From an optimization exercise on the open Yosys and OpenROAD flow, aimed at small area, a short achievable clock period and few clock cycles per item; shortcuts taken in it are not production practice.
Only simulation tests tie the RTL to the original design; equivalence was not proved.

===== design/flow/run.sh =====
#!/bin/bash
# synth_recipe.tcl (not shown) runs the flow's synth.tcl, then flattens the netlist and writes it again
# the make line also repeats each setting of config.mk as NAME=value (left out here)
make -C /OpenROAD-flow-scripts/flow DESIGN_CONFIG=/design/flow/config.mk WORK_HOME=/design/flow/orfs CLKGATE_MAP_FILE= SYNTH_SCRIPT=/design/flow/synth_recipe.tcl finish

===== design/flow/config.mk =====
export PLATFORM = sky130hd
export DESIGN_NAME = z20_align_add
export DESIGN_NICKNAME = z20_align_add
export VERILOG_FILES = /design/flow/design.v
export SDC_FILE = /design/flow/constraint.sdc
export NUM_CORES = 4
export LEC_CHECK = 0
export CAP_MARGIN = 20
export CORE_MARGIN = 2
export CORE_UTILIZATION = 40
export SLEW_MARGIN = 20

===== design/flow/constraint.sdc =====
create_clock -name core_clock -period 17.0 [get_ports {clk}]
set_input_delay 3.4000 -clock core_clock [delete_from_list [all_inputs] [get_ports {clk}]]
set_output_delay 3.4000 -clock core_clock [all_outputs]
set_load 0.01 [all_outputs]

===== design/flow/design.v =====
module z20_align_add (
    input  wire        clk,
    input  wire        rst,           
    input  wire        in_valid,
    input  wire        in_sub,        
    input  wire [47:0] in_x,          
    input  wire [15:0] in_ex,         
    input  wire [5:0]  in_wx,         
    input  wire [47:0] in_y,
    input  wire [15:0] in_ey,
    input  wire [5:0]  in_wy,
    output reg         out_valid,
    output reg  [47:0] out_z,         
    output reg  [15:0] out_ez,        
    output reg         out_sat        
);
    localparam signed [47:0] S48_MAX = 48'sh7FFF_FFFF_FFFF;
    localparam signed [47:0] S48_MIN = -48'sh8000_0000_0000;
    reg               r_valid;
    reg               r_sub;
    reg signed [47:0] r_x, r_y;
    reg signed [15:0] r_ex, r_ey;
    reg        [5:0]  r_wx, r_wy;
    always @(posedge clk) begin
        if (rst) begin
            r_valid <= 1'b0;
        end else begin
            r_valid <= in_valid;
        end
        r_sub <= in_sub;
        r_x   <= in_x;
        r_ex  <= in_ex;
        r_wx  <= in_wx;
        r_y   <= in_y;
        r_ey  <= in_ey;
        r_wy  <= in_wy;
    end
    wire               neg_clamp = r_sub && (r_y == S48_MIN);
    wire signed [47:0] yn = !r_sub ? r_y : (neg_clamp ? S48_MAX : -r_y);
    wire               swap = (r_ex < r_ey);
    wire signed [47:0] a  = swap ? yn   : r_x;      
    wire signed [15:0] ea = swap ? r_ey : r_ex;
    wire        [5:0]  wa = swap ? r_wy : r_wx;
    wire signed [47:0] b  = swap ? r_x  : yn;       
    wire signed [15:0] eb = swap ? r_ex : r_ey;
    wire        [5:0]  g6 = (wa >= 6'd47) ? 6'd0 :
                            (wa <= 6'd31) ? 6'd16 : (6'd47 - wa);
    wire        [4:0]  g  = g6[4:0];
    wire signed [16:0] ea_g = {ea[15], ea} - $signed({12'd0, g});
    wire signed [16:0] eb17 = {eb[15], eb};
    wire signed [16:0] ez17 = (eb17 > ea_g) ? eb17 : ea_g;
    wire        [16:0] shl  = {ea[15], ea} - ez17;      
    wire        [16:0] s    = ez17 - eb17;              
    wire signed [64:0] a2 = $signed({{17{a[47]}}, a}) <<< shl[4:0];
    wire        [5:0]  sc = (s > 17'd48) ? 6'd48 : s[5:0];
    wire signed [47:0] q  = b >>> sc;
    wire        [47:0] rmask = (48'd1 << sc) - 48'd1;        
    wire        [47:0] r  = b & rmask;
    wire        [47:0] h  = (sc == 6'd0) ? 48'd0 : (48'd1 << (sc - 6'd1));
    wire               up = (sc != 6'd0) && ((r > h) || ((r == h) && q[0]));
    wire signed [64:0] b2 = $signed({{17{q[47]}}, q}) + $signed({64'd0, up});
    wire signed [64:0] sum = a2 + b2;
    wire               over  = (sum > $signed({{17{1'b0}}, S48_MAX}));
    wire               under = (sum < $signed({{17{1'b1}}, S48_MIN}));
    wire        [47:0] z = over ? S48_MAX : (under ? S48_MIN : sum[47:0]);
    always @(posedge clk) begin
        if (rst) begin
            out_valid <= 1'b0;
        end else begin
            out_valid <= r_valid;
        end
        out_z   <= z;
        out_ez  <= ez17[15:0];
        out_sat <= over || under || neg_clamp;
    end
endmodule

==> results.toml, run 1 <==
[synthesis]
ys_warn_count = 1
synth_edf_count = 0
yosys.area.top_type = "dfxtp_1"
ys_ff_latch = 208
synth_cells = 3126
syn_nets = 3445
synth_area_sq_um = 23200
synth.most_common_cell = "mux2i_1"
postSynthAreaPerCell_sq_um = 7.42
yosys-top-cells-count = "mux2i_1 (321), nand2_1 (306), a21oi_1 (301)"
synth_top_cell_area_share_pct = 17.9
ys.flop_type = "dfxtp_1"
ys_top_cells_by_area = "dfxtp_1 (18%), mux2i_1 (14%), ha_1 (9.2%), a21oi_1 (6.5%), nand2_1 (5.0%)"
synthArstFlopShare_pct = 0
synth_seq_area_share_pct = 17.9
synthDistinctLibCells = 92

[timing]
period_needed_ns = 16.29
relSlewSlack_pct = 16.3
fmax_mhz = 61.4
setup-violations-final = 0
fin_ws_ns = 0.708
finalSetupTns_ns = 0
fin_crit_sh_pct = 95.8
skew_ns = 0.0205
tightest_slew_ns = 1.22
hold_viol_final = 0
slew_violations = 0

[clock_network]
cts_buffers = 23
cts.sinks = 208
hold_buffers = 0
clkLatencyLatePin_ns = 0.58
clk_pin_slew_ns = 0.06
htree_levels = 1
cts_max_path_buffers = 3
cts_tree = "built"
root_buffer = "clkbuf_16"

[placed_design]
dpl.hpwl_mm = 93.3
place_congestion = 1.09
pre_cts_slack_ns = -0.183
place_area_sq_um = 27500
io_buffers = 209

[final_layout]
num-fill-cells = 5701
area_delta_synth_final_pct = 23.3
finalNetCount = 3724
fin_area_sq_um = 28600
drive_gt1_share_pct = 11.9
fin_util_pct = 49.8

[die]
io_pins = 210
initial_core_util_pct = 40.4
fp.dieH_microns = 245
die_area_sq_um = 59900
num_rows = 88
core_sq_um = 57500
die_w_microns = 245

[worst_hold_path]
hp-start = "r_valid$_SDFF_PP0_"
min_to = "out_valid$_SDFF_PP0_"
hold_path_class = "flop to flop"
hold_depth = 1

[drt]
num_vias = 26800
dr.first_iter.drc_count = 3136
drc = 0
wl_per_cell_microns = 27.5
routed_via_density = 6.40
ant_nets = 0
routed_wl_mm = 115
firstDrtPassIters = 6

[critical_path]
cp_common_cell = "buf_4"
ff2ff_path_depth = 79
reg2reg_to = "out_z[5]$_SDFF_PN1_"
critical_path.endpoint_type = "flop"
cpMaxStageDelayCell = "or4b_1"
critical_path_class = "flop to flop"
critPathLaunch = "r_ey[13]$_DFF_P_"
ff2ff_setup_slack_ns = 0.71
max_stage_delay_ns = 0.69
crit_fanout = 30
critPathArrivalTime_ns = 16.74
start_kind = "flop"
cp.required_ns = 17.45
r2r-start = "r_ey[13]$_DFF_P_"

[grt]
grt_pass1_wl_mm = 167
track_usage_pct = 36.9
antenna_found_initial = 2
grt_max_degree = 57
grt_overflow = 0
grt_pass1_vias = 25600

[status]
status = "timing/DRC/antenna clean"

[run]
maxCapViolations = 0
-- registers in the layout, summed over array words and instances (netlist names) --
name,flops
r_sub,1
out_valid,1
r_ex,16
r_ey,16
r_valid,1
r_x,48
out_ez,16
r_wx,6
r_y,48
out_z,48
r_wy,6
out_sat,1
-- how the worst max path moves through the flow --
stage                      endpoint  slack [ns]
3_5_place_dp        out_sat$_DFF_P_       -0.18
5_1_grt        out_z[19]$_SDFF_PN1_       -0.03
6_report        out_z[5]$_SDFF_PN1_        0.71
4_1_cts             out_sat$_DFF_P_        0.03
3_3_place_gp        out_sat$_DFF_P_        0.13
2_1_floorplan  out_z[15]$_SDFF_PN1_         0.1
-- layout by cell type, fill, tap and decap left out, types with 81 or more instances in the layout --
master and n:
nand2_1 304, nand3_1 81, o21ai_0 213, inv_1 83, ha_1 169, a21oi_1 296
clkdlybuf4s50_1 209, mux2i_1 319, dfxtp_1 204, xor2_1 86, nor2_1 294, buf_4 227
-- critical path, delay by kind of cell, from the launching register on --
| kind | cells | cell delay, ns |
|---|---|---|
| AOI/OAI and AO/OA | 30 | 5.95 |
| xor gates and xnor gates | 3 | 0.58 |
| DFF | 1 | 0.38 |
| buffers and inverters | 15 | 2.60 |
| muxes | 2 | 0.48 |
| and+or+nand+nor | 23 | 4.18 |
| adders and majority gates | 6 | 1.88 |
-- cells by family after synthesis --
group                      share of synthesized area [%]
and+or+nand+nor                                     20.5
xor gates and xnor gates                            5.65
buffers and inverters                               4.65
muxes                                               15.4
DFF                                                 17.9
adders and majority gates                           9.60
AOI/OAI and AO/OA                                   26.3
-- area by class of cell --
cell class | instances | area, sq um | share of cell area [%]
Clock inverter | 12 | 204 | 0.713
Inverter | 88 | 330 | 1.15
Clock buffer | 30 | 662 | 2.31
Timing Repair Buffer | 443 | 3920 | 13.7
Tap cell | 765 | 957 | 3.35
Sequential cell | 208 | 4170 | 14.6
Multi-Input combinational cell | 2641 | 18400 | 64.2
Antenna cell | 1 | 2.50 | 0.00875
-- metal layers --
metal  vias up  global-route usage, %  share of wire (%)
met3       342                   8.01                9.8
met2      1599                   57.9                 43
met1     12700                   48.0                 41
li1      12100                      -                  -
met5         -                      0                  0
met4         0                   17.8                5.6
-- metrics by stage --
step | instances | hold slack [ns]
6_report | 4188 | 0.443
5_1_grt | 4188 | 0.462
4_1_cts | 4182 | 0.450
3_5_place_dp | 4139 | 0.428
3_3_place_gp | 4139 | 0.431
2_1_floorplan | 3126 | 0.414
-- repair_timing --
action	4_1_cts	5_1_grt
resized for setup	5	53
endpoints found under the setup margin	49	49
pin swaps	1	15
setup buffers	1	5
Testbench counts, summed over its fixed seeds: cycles 3,216, items 3,200.
==> inputs of run 2 (changes only) <==
==> design/flow/design.v (replaced) <==
module z20_align_add (
    input  wire        clk,
    input  wire        rst,           
    input  wire        in_valid,
    input  wire        in_sub,        
    input  wire [47:0] in_x,          
    input  wire [15:0] in_ex,         
    input  wire [5:0]  in_wx,         
    input  wire [47:0] in_y,
    input  wire [15:0] in_ey,
    input  wire [5:0]  in_wy,
    output reg         out_valid,
    output reg  [47:0] out_z,         
    output reg  [15:0] out_ez,        
    output reg         out_sat        
);
    function [4:0] guard_of(input [5:0] w);
        guard_of = (w >= 6'd47) ? 5'd0 : (w <= 6'd31) ? 5'd16 : (5'd15 - w[4:0]);
    endfunction
    wire [16:0] dxy  = {in_ex[15], in_ex} - {in_ey[15], in_ey};
    wire        swap = dxy[16];                               
    wire [6:0]  dyx7 = in_ey[6:0] - in_ex[6:0];
    wire        dbig = swap ? ~((&dxy[16:7]) & (|dxy[6:0])) : (|dxy[15:7]);
    wire [6:0]  d7   = dbig ? 7'd127 : (swap ? dyx7 : dxy[6:0]);
    wire [4:0]  g    = swap ? guard_of(in_wy) : guard_of(in_wx);
    wire [4:0]  shl  = (d7 < {2'd0, g}) ? d7[4:0] : g;         
    wire [6:0]  s7   = d7 - {2'd0, shl};                      
    wire [5:0]  s    = (s7 >= 7'd48) ? 6'd48 : s7[5:0];
    wire        ymin = in_y[47] & ~(|in_y[46:0]);
    wire        nclamp = in_sub & ymin;
    wire [47:0] yn   = (in_y ^ {48{in_sub}}) + {47'd0, in_sub & ~ymin};
    reg         r1_valid;
    reg  [47:0] r1_a, r1_b;
    reg  [15:0] r1_ea;
    reg  [4:0]  r1_shl;
    reg  [5:0]  r1_s;
    reg         r1_clamp;
    always @(posedge clk) begin
        if (rst) r1_valid <= 1'b0;
        else     r1_valid <= in_valid;
        r1_a     <= swap ? yn : in_x;
        r1_b     <= swap ? in_x : yn;
        r1_ea    <= swap ? in_ey : in_ex;
        r1_shl   <= shl;
        r1_s     <= s;
        r1_clamp <= nclamp;
    end
    wire [48:0] a49  = {r1_a[47], r1_a} << r1_shl;
    wire [16:0] diff = {17{r1_a[47]}} ^ {r1_a[47:31]};         
    reg         abig;
    integer k;
    always @(*) begin
        abig = 1'b0;
        for (k = 1; k <= 16; k = k + 1)
            if (k < r1_shl && diff[16 - k]) abig = 1'b1;
    end
    reg  [48:0] v;       
    reg         sticky;
    always @(*) begin
        v = {r1_b, 1'b0};
        sticky = 1'b0;
        if (r1_s[5]) begin sticky = sticky | (|v[31:0]); v = {{32{v[48]}}, v[48:32]}; end
        if (r1_s[4]) begin sticky = sticky | (|v[15:0]); v = {{16{v[48]}}, v[48:16]}; end
        if (r1_s[3]) begin sticky = sticky | (|v[7:0]);  v = {{8{v[48]}},  v[48:8]};  end
        if (r1_s[2]) begin sticky = sticky | (|v[3:0]);  v = {{4{v[48]}},  v[48:4]};  end
        if (r1_s[1]) begin sticky = sticky | (|v[1:0]);  v = {{2{v[48]}},  v[48:2]};  end
        if (r1_s[0]) begin sticky = sticky | v[0];       v = {v[48], v[48:1]};        end
    end
    wire        up = v[0] & (sticky | v[1]);
    reg         r2_valid;
    reg  [48:0] r2_a;
    reg         r2_abig;
    reg         r2_asgn;
    reg  [47:0] r2_q;
    reg         r2_up;
    reg  [15:0] r2_ez;
    reg         r2_clamp;
    always @(posedge clk) begin
        if (rst) r2_valid <= 1'b0;
        else     r2_valid <= r1_valid;
        r2_a     <= a49;
        r2_abig  <= abig;
        r2_asgn  <= r1_a[47];
        r2_q     <= v[48:1];
        r2_up    <= up;
        r2_ez    <= r1_ea - {11'd0, r1_shl};
        r2_clamp <= r1_clamp;
    end
    wire [49:0] sum  = {r2_a[48], r2_a} + {{2{r2_q[47]}}, r2_q} + {49'd0, r2_up};
    wire        ovf  = r2_abig | (sum[49:47] != {3{sum[49]}});
    wire        neg  = r2_abig ? r2_asgn : sum[49];
    wire [47:0] z    = ovf ? {neg, {47{~neg}}} : sum[47:0];
    always @(posedge clk) begin
        if (rst) out_valid <= 1'b0;
        else     out_valid <= r2_valid;
        out_z   <= z;
        out_ez  <= r2_ez;
        out_sat <= ovf | r2_clamp;
    end
endmodule
==> run 2 against run 1 <==
Critical endpoint is now r1_s[0]$_SDFF_PP0_. Area after synthesis down 12%. Still clean. Final area decreased by 16%. Synthesized cell count shrank 21%. Highest routed layer is now met5.
==> results.toml, run 2 <==
[synthesis]
ys_ff_latch = 309
synth_area_sq_um = 20500
postSynthAreaPerCell_sq_um = 8.29
synthDistinctLibCells = 104
synth_top_cell_area_share_pct = 30.1
syn_nets = 2710
synth_seq_area_share_pct = 30.1
synthArstFlopShare_pct = 0
ys.flop_type = "dfxtp_1"
synth_edf_count = 0
ys_warn_count = 1
ys_top_cells_by_area = "dfxtp_1 (30%), mux2i_1 (7.7%), nand2_1 (5.7%), mux4_2 (5.3%), o21ai_0 (5.2%)"
synth.most_common_cell = "nand2_1"
yosys-top-cells-count = "nand2_1 (313), dfxtp_1 (309), o21ai_0 (214)"
synth_cells = 2476
yosys.area.top_type = "dfxtp_1"

[critical_path]
start_kind = "input pin"
r2r-start = "r2_a[0]$_SDFF_PP0_"
ff2ff_path_depth = 15
crit_fanout = 102
cp.required_ns = 17.41
critPathArrivalTime_ns = 11.13
endpoint = "r1_s[0]$_SDFF_PP0_"
critical_path_class = "input pin to flop"
reg2reg_to = "out_z[10]$_DFF_P_"
ff2ff_setup_slack_ns = 12.10
critPathLaunch = "in_ex[0]"
critical_path.endpoint_type = "flop"

[clock_network]
root_buffer = "clkbuf_16"
post_cts_buffers = 0
cts.sinks = 309
hold_buffers = 0
clkLatencyLatePin_ns = 0.55
cts_max_path_buffers = 3
cts_buffers = 34
cts_tree = "built"
cts_resized = 0
htree_levels = 2
clk_pin_slew_ns = 0.06

[die]
num_rows = 83
io_pins = 210
initial_core_util_pct = 40.3
fp.dieH_microns = 231
die_area_sq_um = 53200
core_sq_um = 51000
die_w_microns = 231

[final_layout]
layout_commonest_cell = "nand2_1"
drive_gt1_share_pct = 9.13
final_cell_mix = "nand2_1 (313), dfxtp_1 (305), o21ai_0 (214)"
stdcell_count = 3297
area_delta_synth_final_pct = 17.5
fin_area_sq_um = 24100
largest_reg_flops = 49
finalNetCount = 2827
antenna_cells = 0
num-fill-cells = 4905
regMostFlops = "r2_a"

[run]
maxCapViolations = 0

[timing]
skew_ns = 0.0302
slew_violations = 0
rsz0062_at_grt = "false"
hold_viol_final = 0
fin_crit_sh_pct = 63.0
fmax_mhz = 93.3
period_needed_ns = 10.72
relSlewSlack_pct = 31.8
setup-violations-final = 0
tightest_slew_ns = 1.02
finalSetupTns_ns = 0
timing.hold.ws_ns = 0.321

[drt]
firstDrtPassIters = 6
routed_via_density = 5.55
drc = 0
routed_wl_mm = 62.6
wl_per_cell_microns = 19.0
num_vias = 18300
ant_nets = 0
dr.first_iter.drc_count = 1610

[grt]
grt_pass1_wl_mm = 97.0
antenna_found_initial = 2
grt_max_degree = 137
grt_overflow = 0
track_usage_pct = 23.1
grt_pass1_vias = 17100

[placed_design]
place_area_sq_um = 23000
dpl.hpwl_mm = 50.1
io_buffers = 209
dpl.cell_count = 3236
place_congestion = 0.917

[worst_hold_path]
hold_path_class = "flop to flop"

[status]
status = "timing/DRC/antenna clean"
run 2: changes by cell type after synthesis, moves of 49 or more:
cell     before  now
a21oi_1     301  189
dfxtp_1     208  309
ha_1        170   84
nand3_1      82   33
mux2i_1     321  158
nor2_1      296  190
run 2: kinds of logic (layout without fill, tap and decap cells):
family / Yosys count / in the layout / synth area share (%)
flops: 309 / 309 / 30.1
compound gates: 694 / 694 / 21.3
mux: 253 / 253 / 15.5
buf+inv: 233 / 374 / 4.58
fa+ha+maj: 90 / 90 / 5.70
xor+xnor: 133 / 133 / 5.67
simple gates: 764 / 764 / 17.1
run 2: stage by stage:
stage	worst slack (ns)	utilization [%]
detailed placement	5.81	45.1
global route	5.69	47.3
CTS	6.31	47.3
global placement	5.96	45.1
floorplan	7.84	-
finish	6.28	47.3
run 2: worst min path at each step:
stage	from	to	slack (ns)	cells after the start
2_1_floorplan	r2_ez[0]$_DFF_P_	out_ez[0]$_DFF_P_	0.31	0
3_3_place_gp	r2_ez[8]$_DFF_P_	out_ez[8]$_DFF_P_	0.31	0
3_5_place_dp	r2_ez[11]$_DFF_P_	out_ez[11]$_DFF_P_	0.31	0
4_1_cts	r2_ez[7]$_DFF_P_	out_ez[7]$_DFF_P_	0.32	0
5_1_grt	r2_ez[10]$_DFF_P_	out_ez[10]$_DFF_P_	0.33	0
6_report	r2_ez[10]$_DFF_P_	out_ez[10]$_DFF_P_	0.32	0
run 2: per-layer routing:
| layer | up-vias | routed length [microns] | GRT usage (%) | part of all wire [%] |
|---|---|---|---|---|
| li1 | 9058 | - | - | - |
| met1 | 8411 | 30000 | 33.3 | 48 |
| met2 | 695 | 25700 | 34.1 | 41 |
| met3 | 130 | 4510 | 4.72 | 7.2 |
| met4 | 2 | 2330 | 8.29 | 3.7 |
| met5 | - | 13 | 0 | 0.021 |
run 2: worst max-delay path: stages:
cell	delay, ns
clkdlybuf4s50_1	0.50
inv_1	0.05
ha_1	0.22
fa_1	0.43
nor2b_2	0.25
o211ai_2	0.17
and4b_1	0.26
o21a_2	0.27
a21oi_4	0.14
buf_4	0.69
nor4_1	0.21
a31oi_2	0.77
nand2b_1	0.28
ha_1	0.28
a21oi_1	0.15
o211a_1	0.16
o21ai_1	0.14
nor2_1	0.21
a21boi_4	0.37
mux2i_1	0.28
ha_1	0.23
fa_1	0.28
a21boi_0	0.25
a221oi_2	0.06
o21a_4	0.25
nor4b_2	0.29
nor3_2	0.12
a2111oi_1	0.39
run 2: cell type report:
cell class | instances | area (sq um) | share of cell area, %
multi-input cells | 1934 | 13400 | 55.6
well taps | 680 | 851 | 3.53
repair buffers | 228 | 2250 | 9.32
flip-flops and latches | 309 | 6190 | 25.7
inverters | 86 | 323 | 1.34
clock buffers | 41 | 918 | 3.81
clock inverters | 19 | 175 | 0.726
Testbench counts of run 2, summed over its fixed seeds: cycles 3,224, items 3,200.

==> afterwards: timing with drivers on the ports <==
In the flow no input, the clock included, has a driving cell. The finished layouts below were timed again as built, in two steps.
Step 1: set_driving_cell puts a clkbuf_16 on clk and a buf_2 on each other input, an assumption about the parent block.
Step 2 adds t to the input delays and takes it off the output delays; t is the mean of the earliest and latest rising clock arrival at the registers after step 1. Input paths then give back, and output paths get back, about the clock's delay inside the block.
a / b / c = ideal ports / drivers / drivers and shift; a / b = the first two.
run	t, ns	slack for setup (ns)	slew at the worst register clock pin (ns)
run 1	0.640	0.708 / 0.708 / 0.708	0.07 / 0.07
run 2	0.597	6.283 / 6.303 / 5.707	0.07 / 0.07
After both steps every run listed still meets setup and hold. For run 2, which loses most, drivers alone change the setup slack by +0.020 ns; drivers and shift together by -0.576 ns.
